This is an optimization exercise on Yosys and OpenROAD, whose aim is small area, not a production implementation. The RTL was checked by simulation tests, not by an equivalence proof against the original design. Power is estimated from default activity; no workload was simulated.

== run A ==
Design wire_guard, start of the top module:
module wire_guard (
    input  wire        clk,
    input  wire        rst_n,
    input  wire        cmd_valid,
    output wire        cmd_ready,
    input  wire        cmd_op,         
    input  wire [3:0]  cmd_chan,
    input  wire [15:0] cmd_cur,        
    input  wire [3:0]  cmd_csa,        
    input  wire [15:0] cmd_kcoef,      
    input  wire [9:0]  cmd_tau,        
    input  wire [10:0] cmd_dtmax,      
    input  wire [6:0]  cmd_winit,      
    input  wire        cmd_init,       
    output wire        res_valid,
    output reg  [3:0]  res_chan,       
    output reg  [35:0] res_theta,      
    output wire        res_latch
);
    localparam [35:0] DEF_THETA = 36'd2500000000;
    localparam [15:0] DEF_KCOEF = 16'd3800;
    localparam [9:0]  DEF_TAU   = 10'd40;
    localparam [10:0] DEF_DTMAX = 11'd500;
    localparam [17:0] ALPHA_N   = 18'd214748;    
    localparam [2:0] S_IDLE = 3'd0, S_INIT = 3'd1, S_X = 3'd2, S_Y = 3'd3,
                     S_Z = 3'd4, S_C = 3'd5;
    reg  [5:0] ph;
    reg  [2:0] state;
    wire [3:0] chan = res_chan;
    wire st_x = (state == S_X);
    wire st_y = (state == S_Y);
    wire st_z = (state == S_Z);
    wire st_c = (state == S_C);
    wire st_init = (state == S_INIT);
    wire st_idle = (state == S_IDLE);
    wire ph36 = (ph == 6'd36);
    wire ph31 = (ph == 6'd31);
    wire ph32 = (ph == 6'd32);
    wire ph_hi = (ph >= 6'd31);
    wire free_x = st_idle | st_init;              
    wire free_c = st_idle | st_z | st_c;          
    wire go_x = free_x & ph36 & cmd_valid & ~cmd_op;
    wire go_c = free_c & ph31 & cmd_valid & cmd_op;
    assign cmd_ready = (st_x & ph36) | (st_c & (ph == 6'd30));
    assign res_valid = (st_z | st_c) & ph31;
    always @(posedge clk) begin
        if (!rst_n) begin
            ph    <= 6'd0;
            state <= S_INIT;
        end else begin
  ...
Size in the first run: ~2500 cells after synthesis, ~1300 flip-flops, ~120 I/O pins, about 0.033 sq mm of cells after synthesis.
clock: 35.0 ns
lec_check: 0
abc_area: 1
abc_clock_period_in_ps: 35000
cap_margin: 20
core_margin: 2
core_utilization: 70
cts_buf_list: sky130_fd_sc_hd__clkbuf_8
cts_cluster_diameter: 60
cts_cluster_size: 16
place_density: 0.8
slew_margin: 20
run.sh (not shown) runs the stock make flow with config.mk's settings and CLKGATE_MAP_FILE= SYNTH_SCRIPT=/design/flow/synth_recipe.tcl, a recipe that flattens the netlist after the stock synthesis.
[inputs] run B vs run A
- clearing CTS_BUF_LIST, which used to be sky130_fd_sc_hd__clkbuf_8
- clearing CTS_CLUSTER_DIAMETER, which used to be 60
- clearing CTS_CLUSTER_SIZE, which used to be 16
==> flow/flow/run.sh (new file) <==
#!/bin/bash
# The standard layout (standard.sh) with these changes:
#  synthesis: ABC maps with flow/abc_area.script (deepsyn AIG rewriting for
#    60 s, then area-oriented &nf mapping,
#    no buffering or resizing inside ABC), adders are not mapped to
#    Kogge-Stone carry trees or to half/full-adder cells. Flip-flops are
#    mapped exactly as in the standard synthesis.
#  CTS: clkbuf_8 clock tree, sink clusters of up to 16, no dummy loads.
#  ports: buffered with buf_1.
# Each step's full output goes to a log file in this folder (and ORFS's own
# per-step logs under orfs/logs).
set -euo pipefail
here=$(pwd)
mkdir -p "$here/scripts"
for f in "$FLOW_HOME"/scripts/*; do
  ln -sf "$f" "$here/scripts/"
done
rm -f "$here/scripts/abc_area.script"
cp "$here/flow/abc_area.script" "$here/scripts/abc_area.script"

bash standard.sh \
  "SCRIPTS_DIR=$here/scripts" \
  "ADDER_MAP_FILE=" \
  "SYNTH_OPERATIONS_ARGS=-noshare" \
  synth > "$here/log_synth.txt" 2>&1

bash standard.sh \
  "CTS_ARGS=-sink_clustering_enable -repair_clock_nets -dont_use_dummy_load -buf_list sky130_fd_sc_hd__clkbuf_8 -sink_clustering_size 18 -sink_clustering_max_diameter 60" \
  "BUFFER_PORTS_ARGS=-buffer_cell sky130_fd_sc_hd__buf_1" \
  finish > "$here/log_layout.txt" 2>&1
==> flow/flow/abc_area.script (new file) <==
strash
&get -n
&fraig -x
&put
scorr
dc2
dretime
strash
&get -n
&deepsyn -T 60
&dch -f
&nf -R 1000 -p -F 8 -C 32
&put
==> flow/standard.sh (new file) <==
#!/bin/bash
# synth_recipe.tcl (not shown) runs the flow's synth.tcl, then flattens the netlist and writes it again
# the make line also repeats each setting of config.mk as NAME=value (left out here)
make -C /OpenROAD-flow-scripts/flow DESIGN_CONFIG=/design/flow/config.mk WORK_HOME=/design/flow/orfs CLKGATE_MAP_FILE= SYNTH_SCRIPT=/design/flow/synth_recipe.tcl "${@:-finish}"
removed: flow/run.sh
==> comparison <==
- Diff run A -> run B: synthesized instance count down 19%; wire length of the first global-routing pass -11%; critical path depth in cells shrank by about 4%; number of cells on the worst hold path flat.
- The clock latency on the worst-skew pair number comes out lower for run B vs run A.
- Max share of synthesized area spent on multiplexers across run A and run B: run B
- met1 demand-to-capacity share in global routing was lower in the run labelled run B.
- Going from run A to run B, final weighted congestion of routability-driven global placement has increased; internal power of the cells decreased 16%.
diff inputs: run B => run C
-- flow/flow/run.sh --
<<< run B, line 3
#  synthesis: ABC maps with flow/abc_area.script (deepsyn AIG rewriting for
#    60 s, then area-oriented &nf mapping,
>>> run C, line 3
#  synthesis: ABC maps with flow/abc_area.script (area-oriented &nf mapping,
<<< run B, line 28
  "CTS_ARGS=-sink_clustering_enable -repair_clock_nets -dont_use_dummy_load -buf_list sky130_fd_sc_hd__clkbuf_8 -sink_clustering_size 18 -sink_clustering_max_diameter 60" \
>>> run C, line 27
  "CTS_ARGS=-sink_clustering_enable -repair_clock_nets -dont_use_dummy_load -buf_list sky130_fd_sc_hd__clkbuf_8 -sink_clustering_size 16 -sink_clustering_max_diameter 60" \
==> flow/flow/abc_area.script <==
strash
&get -n
&fraig -x
&put
scorr
dc2
dretime
strash
&get -n
&dch -f
&nf
&put
==> run notes <==
- Die area went up slightly going from run B to run C.
- The highest clock rate reported for run C is smaller than that of run B by about 0.9%.
- On power after layout, run B beats run C.
- Wire: run C routes more than run B
- When run C is measured against run B, its clock network fraction of design power turns out 0.9 points higher.
- Of run C and run B, run B shows the lower mean number of vias per cell, with run C above it.

-- re-timing with driven ports --
In the flow no input, the clock included, has a driving cell. The finished layouts below were timed again as built, in two steps. Step 1 sets driving cells, clkbuf_16 on the clock port and buf_2 on the other inputs (assumed; they add their load-dependent delay and slew). Step 2 also shifts input and output timing later by t, the mid clock arrival at the registers, as if the neighbouring blocks saw the same clock. Slacks: ideal / step 1 / step 2; pairs: ideal / step 1.
run | t (ns) | setup slack, ns | worst setup path after step 2 | slew at the worst register clock pin (ns) | worst slew at a driven data input, ns
run A | 0.736 | 15.131 / 15.094 / 15.094 | input to output | 0.12 / 0.12 | 0.06
run B | 0.706 | 15.149 / 15.116 / 15.116 | input to output | 0.11 / 0.11 | 0.06
run C | 0.714 | 14.977 / 14.943 / 14.943 | input to output | 0.11 / 0.11 | 0.07
After both steps every run listed still meets setup and hold. For run A, which loses most, drivers alone change the setup slack by -0.037 ns; drivers and shift together by -0.037 ns.
